Background: an optimization exercise with open tools, aiming at small area, a short achievable clock period and few clock cycles. Do not read the settings as production practice.
The RTL was checked by simulation tests, not by an equivalence proof against the original design.
Power is estimated from default activity; no workload was simulated.

## flow/config.mk

```make
export PLATFORM = sky130hd
export DESIGN_NAME = echo_corr
export DESIGN_NICKNAME = echo_corr
export VERILOG_FILES = /design/flow/design.v
export SDC_FILE = /design/flow/constraint.sdc
export NUM_CORES = 4
export LEC_CHECK = 0
export CAP_MARGIN = 20
export CORE_MARGIN = 10
export CORE_UTILIZATION = 40
export SLEW_MARGIN = 20
```

## flow/constraint.sdc

```tcl
create_clock -name core_clock -period 10.0 [get_ports {clk}]
set_input_delay 2.0000 -clock core_clock [delete_from_list [all_inputs] [get_ports {clk}]]
set_output_delay 2.0000 -clock core_clock [all_outputs]
set_load 0.01 [all_outputs]
```

## flow/run.sh

```bash
#!/bin/bash
# synth_recipe.tcl (not shown) runs the flow's synth.tcl, then flattens the netlist and writes it again
# the make line also repeats each setting of config.mk as NAME=value (left out here)
make -C /OpenROAD-flow-scripts/flow DESIGN_CONFIG=/design/flow/config.mk WORK_HOME=/design/flow/orfs CLKGATE_MAP_FILE= SYNTH_SCRIPT=/design/flow/synth_recipe.tcl finish
```

## flow/design.v

```verilog
module echo_corr (
    input  wire               clk,
    input  wire               rst,         
    input  wire               start,       
    output wire [7:0]         tpl_addr,
    input  wire [31:0]        tpl_data,
    output wire [8:0]         cap_addr,
    input  wire [13:0]        cap_data,
    output reg                done,        
    output wire               clip,        
    output reg                unlock,      
    output reg                neg,         
    output wire signed [6:0]  lag,         
    output wire signed [38:0] r_prev,      
    output wire signed [38:0] r_peak,      
    output wire signed [38:0] r_next,      
    output wire signed [38:0] rq_peak,     
    output wire        [35:0] xe           
);
    localparam integer N  = 13;                  
    localparam integer NB = (65 + N - 1) / N;    
    localparam integer CL = N + 255;             
    localparam integer AW = 38;                  
    localparam [2:0] S_IDLE = 3'd0,
                     S_STR  = 3'd1,    
                     S_TAIL = 3'd2,    
                     S_PICK = 3'd3,    
                     S_FIX  = 3'd4,    
                     S_FWT  = 3'd5;    
    reg [2:0] state;
    reg [3:0] blk;
    reg [8:0] c;           
    reg [8:0] ca;          
    reg [7:0] ta;          
    reg [3:0] fk;          
    reg       ph;          
    reg [1:0] wc;
    assign tpl_addr = ta;
    assign cap_addr = ca;
    wire i_tap    = (state == S_STR) && (c >= N - 1);
    wire i_first  = (state == S_STR) && (c == N - 1);
    wire i_last   = (state == S_STR) && (c == CL - 1);
    wire i_clip   = (state == S_STR) && (ca < 9'd320);
    wire i_cfirst = (state == S_STR) && (blk == 4'd0) && (c == 9'd0);
    wire i_ev     = (state == S_STR) && (c <= 9'd255);
    wire i_efirst = (state == S_STR) && (c == 9'd0);
    wire i_elast  = (state == S_STR) && (c == 9'd255);
    wire i_fix    = (state == S_FIX);
    reg d1_tap, d1_first, d1_last, d1_clip, d1_cfirst, d1_ev, d1_efirst, d1_elast, d1_fix, d1_fsub;
    reg d2_tap, d2_first, d2_last, d2_clip, d2_cfirst, d2_ev, d2_efirst, d2_elast, d2_fix, d2_fsub;
    reg d3_accum, d3_last, d3_ev, d3_efirst, d3_elast, d3_fix, d3_fsub;
    wire signed [6:0] sel_lag;
    wire        [3:0] sel_k;
    always @(posedge clk) begin
        if (rst) begin
            state <= S_IDLE;
            done  <= 1'b0;
            {d1_tap, d1_first, d1_last, d1_clip, d1_cfirst, d1_ev, d1_efirst, d1_elast, d1_fix, d1_fsub} <= 10'd0;
            {d2_tap, d2_first, d2_last, d2_clip, d2_cfirst, d2_ev, d2_efirst, d2_elast, d2_fix, d2_fsub} <= 10'd0;
            {d3_accum, d3_last, d3_ev, d3_efirst, d3_elast, d3_fix, d3_fsub} <= 7'd0;
        end else begin
            d1_tap <= i_tap;   d1_first <= i_first; d1_last <= i_last;
            d1_clip <= i_clip; d1_cfirst <= i_cfirst;
            d1_ev <= i_ev;     d1_efirst <= i_efirst; d1_elast <= i_elast;
            d1_fix <= i_fix;   d1_fsub <= ph;
            d2_tap <= d1_tap;     d2_first <= d1_first; d2_last <= d1_last;
            d2_clip <= d1_clip;   d2_cfirst <= d1_cfirst;
            d2_ev <= d1_ev;       d2_efirst <= d1_efirst; d2_elast <= d1_elast;
            d2_fix <= d1_fix;     d2_fsub <= d1_fsub;
            d3_accum <= d2_tap && !d2_first; d3_last <= d2_last;
            d3_ev <= d2_ev;       d3_efirst <= d2_efirst; d3_elast <= d2_elast;
            d3_fix <= d2_fix;     d3_fsub <= d2_fsub;
            done <= 1'b0;
            case (state)
                S_IDLE: if (start) begin
                    state <= S_STR;
                    blk   <= 4'd0;
                    c     <= 9'd0;
                    ca    <= 9'd0;
                    ta    <= 8'd0 - (N - 1);
                end
                S_STR: begin
                    c  <= c + 9'd1;
                    ca <= ca + 9'd1;
                    ta <= ta + 8'd1;
                    if (c == CL - 1) begin
                        c   <= 9'd0;
                        ca  <= ca - 9'd254;
                        ta  <= 8'd0 - (N - 1);
                        blk <= blk + 4'd1;
                        if (blk == NB - 1)
                            state <= S_TAIL;
                    end
                end
                S_TAIL: begin
                    c <= c + 9'd1;
                    if (c == N + 3)
                        state <= S_PICK;
                end
                S_PICK: begin
                    ca <= {{2{sel_lag[6]}}, sel_lag} + 9'd287;
                    fk <= sel_k;
                    ph <= 1'b0;
                    if (sel_k == 4'd0) begin
                        done  <= 1'b1;
                        state <= S_IDLE;
                    end else
                        state <= S_FIX;
                end
                S_FIX: begin
                    ph <= ~ph;
                    if (!ph)
                        ca <= ca - 9'd256;
                    else begin
                        ca <= ca + 9'd255;
                        fk <= fk - 4'd1;
                        if (fk == 4'd1) begin
                            state <= S_FWT;
                            wc    <= 2'd0;
                        end
                    end
                end
                S_FWT: begin
                    wc <= wc + 2'd1;
                    if (wc == 2'd2) begin
                        done  <= 1'b1;
                        state <= S_IDLE;
                    end
                end
                default: state <= S_IDLE;
            endcase
        end
    end
    reg [13:0] w [0:N-1];
    reg [31:0] treg;
    integer n;
    always @(posedge clk) begin
        for (n = 0; n < N - 1; n = n + 1)
            w[n] <= w[n + 1];
        w[N-1] <= cap_data;
        treg   <= d1_tap ? tpl_data : 32'd0;
    end
    wire   x_clip = (w[N-1] == 14'd0) || (w[N-1] == 14'd16383);
    reg    clip_acc;
    assign clip = clip_acc;
    always @(posedge clk) begin
        if (d2_clip) begin
            if (d2_cfirst)
                clip_acc <= x_clip;
            else if (x_clip)
                clip_acc <= 1'b1;
        end
    end
    wire signed [15:0] t_i  = treg[15:0];
    wire signed [15:0] tq_i = treg[31:16];
    wire signed [AW-1:0] acc_r [0:N];
    wire signed [AW-1:0] acc_q [0:N];
    assign acc_r[N] = {AW{1'b0}};
    assign acc_q[N] = {AW{1'b0}};
    genvar k;
    generate
        for (k = 0; k < N; k = k + 1) begin : u
            wire signed [14:0] xs = $signed({1'b0, w[k]});
            reg  signed [29:0] p_r, p_q;
            reg  signed [AW-1:0] a_r, a_q;
            always @(posedge clk) begin
                p_r <= t_i  * xs;
                p_q <= tq_i * xs;
                a_r <= (d3_accum ? a_r : acc_r[k+1]) + p_r;
                a_q <= (d3_accum ? a_q : acc_q[k+1]) + p_q;
            end
            assign acc_r[k] = a_r;
            assign acc_q[k] = a_q;
        end
    endgenerate
    reg [27:0] sq;
    reg [35:0] e_cur, e_blk;
    always @(posedge clk) begin
        sq <= w[N-1] * w[N-1];
    end
    wire [35:0] e_sum = (d3_efirst ? 36'd0 : e_cur) + {8'd0, sq};
    always @(posedge clk) begin
        if (d3_ev) begin
            e_cur <= e_sum;
            if (d3_elast)
                e_blk <= e_sum;
        end
    end
    reg        dr_act;
    reg  [3:0] dr_k;
    reg  [6:0] dl;         
    reg                t_v;
    reg  [3:0]         t_k;
    reg  signed [6:0]  t_lag;
    reg  signed [AW-1:0] t_r, t_q;
    always @(posedge clk) begin
        if (rst) begin
            dr_act <= 1'b0;
            t_v    <= 1'b0;
        end else begin
            if (state == S_IDLE && start)
                dl <= 7'd0;
            if (d3_last) begin
                dr_act <= 1'b1;
                dr_k   <= 4'd0;
            end else if (dr_act) begin
                dr_k <= dr_k + 4'd1;
                dl   <= dl + 7'd1;
                if (dr_k == N - 1)
                    dr_act <= 1'b0;
            end
            t_v   <= dr_act && (dl <= 7'd64);
            t_k   <= dr_k;
            t_lag <= $signed(dl - 7'd32);
            t_r   <= acc_r[0];
            t_q   <= acc_q[0];
        end
    end
    function [5:0] mag;              
        input [6:0] l;
        mag = l[6] ? (6'd0 - l[5:0]) : l[5:0];
    endfunction
    reg signed [AW-1:0] prev_r;      
    reg signed [6:0]  mx_lag, mn_lag;
    reg        [3:0]  mx_k,   mn_k;
    reg               mx_jt,  mn_jt;      
    reg signed [AW-1:0] mx_r, mx_p, mx_n, mx_q;
    reg signed [AW-1:0] mn_r, mn_p, mn_n, mn_q;
    reg        [35:0] mx_e, mn_e;
    wire t_first = (t_lag == -7'sd32);
    wire mx_take = t_first || (t_r > mx_r) ||
                   (t_r == mx_r && mag(t_lag) < mag(mx_lag));
    wire mn_take = t_first || (t_r < mn_r) ||
                   (t_r == mn_r && mag(t_lag) < mag(mn_lag));
    wire signed [AW:0] mn_neg   = -$signed({mn_r[AW-1], mn_r});
    wire               pick_neg = mn_neg > $signed({mx_r[AW-1], mx_r});
    assign sel_lag = pick_neg ? mn_lag : mx_lag;
    assign sel_k   = pick_neg ? mn_k   : mx_k;
    wire [35:0] e_fix = d3_fsub ? (mx_e - {8'd0, sq}) : (mx_e + {8'd0, sq});
    always @(posedge clk) begin
        if (t_v) begin
            prev_r <= t_r;
            if (mx_take) begin
                mx_lag <= t_lag;
                mx_k   <= t_k;
                mx_r   <= t_r;
                mx_q   <= t_q;
                mx_p   <= t_first ? {AW{1'b0}} : prev_r;
                mx_n   <= {AW{1'b0}};
                mx_e   <= e_blk;
                mx_jt  <= 1'b1;
            end else begin
                if (mx_jt)
                    mx_n <= t_r;
                mx_jt <= 1'b0;
            end
            if (mn_take) begin
                mn_lag <= t_lag;
                mn_k   <= t_k;
                mn_r   <= t_r;
                mn_q   <= t_q;
                mn_p   <= t_first ? {AW{1'b0}} : prev_r;
                mn_n   <= {AW{1'b0}};
                mn_e   <= e_blk;
                mn_jt  <= 1'b1;
            end else begin
                if (mn_jt)
                    mn_n <= t_r;
                mn_jt <= 1'b0;
            end
        end else if (state == S_PICK) begin
            neg    <= pick_neg;
            unlock <= (sel_lag == -7'sd32) || (sel_lag == 7'sd32);
            if (pick_neg) begin
                mx_lag <= mn_lag;
                mx_r   <= mn_r;
                mx_q   <= mn_q;
                mx_p   <= mn_p;
                mx_n   <= mn_n;
                mx_e   <= mn_e;
            end
        end else if (d3_fix) begin
            mx_e <= e_fix;
        end
    end
    assign lag     = mx_lag;
    assign r_peak  = {mx_r[AW-1], mx_r};
    assign r_prev  = {mx_p[AW-1], mx_p};
    assign r_next  = {mx_n[AW-1], mx_n};
    assign rq_peak = {mx_q[AW-1], mx_q};
    assign xe      = mx_e;
endmodule
```

==> qor.yml <==
setup_viol: 0
insertion_delay_ns: 1.05
gp_congestion: 0.886
finalInstanceArea_um2: 376000
cts_hold_buf: 0
synth_top_cell_by_area: "fa_1"
crit_family: "adder cells"
grt_pass1_vias: 264000
drt_first_pass_iters: 6
hp-class: "flop to flop"
pwr-share-clk_pct: 18.2
fp.dieH_um: 954
overflow: 0
synth_top_area_share_pct: 32.7
grt_pass1_wl_um: 1520000
ys_top_cells_by_area: "fa_1 (33%), dfxtp_1 (12%), ha_1 (11%)"
synth_nets: 45600
synth_compound_area_share_pct: 8.19
worstPathMaxFanout: 48
worstPathCellList: "buf_12 > buf_4 > nand2_1 > fa_1 > fa_1 > inv_1 > fa_1 > fa_1 > fa_1 > inv_1 > fa_1 > inv_1 > ha_1 > and3_1 > nand3_1 > o31ai_1 > o41ai_1 > o21ai_0 > nand4_1 > nand3b_1 > a21oi_1 > xnor2_1"
cts.reportedPaths.clkPinSlew_ns: 0.06
worstPathArrival_ns: 8.76
cts_buffers: 327
die_w_um: 954
grtUsageTotal_pct: 20.9
final_cell_mix: "inv_1 (6807), fa_1 (5708), nand2_1 (3786), ha_1 (3134), and2_1 (3122)"
antenna_found_initial: 87
rsz0062_at_grt: "false"
clk_path_buf_depth: 4
crit_path_start_kind: "flop"
cp.required_ns: 10.89
critical_path_class: "flop to flop"
p_switching_w: 0.0307
mostFrequentLayoutCell: "inv_1"
leakagePower_nw: 181
crit_path_top_delay_cell: "dfxtp_4"
synth_ff_type: "dfxtp_1"
cts_sinks: 2689
synth_edf_count: 648
max_slew_margin_pct: 15.9
cts.repair.resized: 0
drive_gt1_share_pct: 5.83
postRouteAntennaNets: 0
synth.ff_latch_count: 2689
netlist_area_um2: 349000
synth.area.mux_share_pct: 3.33
period_needed_ns: 7.87
wl_per_cell_um: 19.9
path_buf_inv: 5
htreeDepth: 5
power_density_nw_per_um2: 188
synth_cell_types: 96
wirelength_um: 956000
p_comb_share_pct: 54.1
max_freq_mhz: 127
period_share_pct: 78.7
dp_slack_ns: 2.21
area_growth_syn_to_layout_pct: 7.57
outcome: "complete, no violations"
cts-root-buf: "clkbuf_16"
port_buffers: 268
grt_max_degree: 170
finalSetupTns_ns: 0
max-cap-violations: 0
via_count: 247000
max_stage_delay_ns: 0.93
nNetsFinal: 45100
seq_area_um2: 60600
slew_viol_final: 0
hold_violations: 0
crit_top_cell: "fa_1"
dieArea_um2: 911000
synth_xor_area_share_pct: 4.76
p_seq_share_pct: 27.8
fp-row-count: 343
hpwl_um: 751000
core-area_um2: 871000
dpl_cell_area_um2: 364000
via_per_inst: 5.14
post_cts_buffers: 0
netlist_instances: 36800
ys_seq_area_share_pct: 17.3
syn_avg_cell_area_um2: 9.50
multi_input_area_um2: 258000
async_flop_share_pct: 0
synth_top_family_by_area: "adder cells"
synth_fa_ha_area_share_pct: 44.0
intPower_w: 0.0398
setup_slack_ns: 2.13
netSwitchingFraction_pct: 43.5
start_util_pct: 40.1
worst_pin_slew_ns: 1.26
synth_simple_gate_area_share_pct: 13.6
critPathCaptureType: "flop"
yosys_warnings: 2
drt_iter0_markers: 16000
cts_tree: "built"
drc_errors: 0
ioPinCount: 269
fin_worst_skew_ns: 0.127
num-fill-cells: 83900
max-vdd-ir-drop_v: 0.000267
==> cell families after synthesis <==
group           Yosys count
buf+inv                8271
xor+xnor               1896
simple gates           9589
flops                  2689
mux                    1039
compound gates         4430
fa+ha+maj              8842
==> cells in the mapped netlist (648+ instances only) <==
master    count
inv_1      6809
clkbuf_1   1328
xnor2_1    1457
mux2_2      969
a21o_1      758
o21ai_0     746
edfxtp_1    648
dfxtp_1    2041
and2_1     3122
a21oi_1    1392
nand2_1    3787
nor2_1     1024
fa_1       5708
ha_1       3134
==> final timing paths <==
| kind | endpoint | from | cells past startpoint | slack [ns] |
|---|---|---|---|---|
| max | u[9].p_q[29] | treg[25] | 22 | 2.13 |
| min | w[10][13] | w[11][13] | 0 | 0.38 |
| min reg2reg | w[10][13] | w[11][13] | 0 | 0.38 |
| max reg2reg | u[9].p_q[29] | treg[25] | 22 | 2.13 |
==> through the flow <==
stage | hold slack, ns | utilization (%) | power [W] | instances
after floorplan | 0.329 | - | 0.0471 | 36800
after global placement | 0.370 | 41.8 | 0.0569 | 47400
after detailed placement | 0.367 | 41.8 | 0.0577 | 47400
after CTS | 0.382 | 43.1 | 0.0711 | 48000
after global routing | 0.391 | 43.1 | 0.0765 | 48100
final | 0.378 | 43.1 | 0.0705 | 48100
==> power groups by stage <==
stage / registers, W / logic (W) / clock network, W
finish: 0.0196 / 0.0381 / 0.0128
global route: 0.0199 / 0.0431 / 0.0135
CTS: 0.0197 / 0.0381 / 0.0132
detailed placement: 0.0199 / 0.0378 / 0
global placement: 0.0199 / 0.0370 / 0
floorplan: 0.0166 / 0.0305 / 0
==> registers in the layout, indices dropped and copies added, names as in the netlist, 182 cells and up <==
signal and flops:
u.a_q 494, u.a_r 494, u.p_q 390, u.p_r 390, w 182
==> metal layers <==
metal | track usage, % | routed length (um)
met1 | 29.1 | 429000
met2 | 33.5 | 430000
met3 | 3.62 | 65600
met4 | 5.74 | 30400
met5 | 0 | 169
==> final cells by class <==
cell class / count / area share [%]
antenna: 76 / 0.0506
timing repair buffer: 598 / 1.49
sequential: 2689 / 16.1
multi-input combinational: 25800 / 68.7
inverter: 6809 / 6.81
clock inverter: 169 / 0.581
clock buffer: 431 / 2.44
tap: 11600 / 3.85
Testbench counts, summed over its fixed seeds: cycles 65,934.

-- separate check: timing with driven ports --
In the flow no input, the clock included, has a driving cell. The finished layout below was timed again as built, in two steps. Step 1, drivers: a clkbuf_16 drives clk and a buf_2 each remaining input, both assumed. Step 2 moves the port delays by t, midway between the first and last clock arrival at a register: inputs arrive t later, outputs are due t later. That takes back most of the time a late clock gives input paths. a / b / c = ideal / step 1 / step 2; a / b = the first two.
shift t [ns]: 1.151
setup slack, ns: 2.131 / 2.131 / 2.131
worst setup path at the end: register to register
worst data-port slew with drivers (ns): 0.36
pins driven straight from the clock port: 1
After both steps this run still meets setup and hold. For this run, drivers alone change the setup slack by 0.000 ns; drivers and shift together by 0.000 ns.
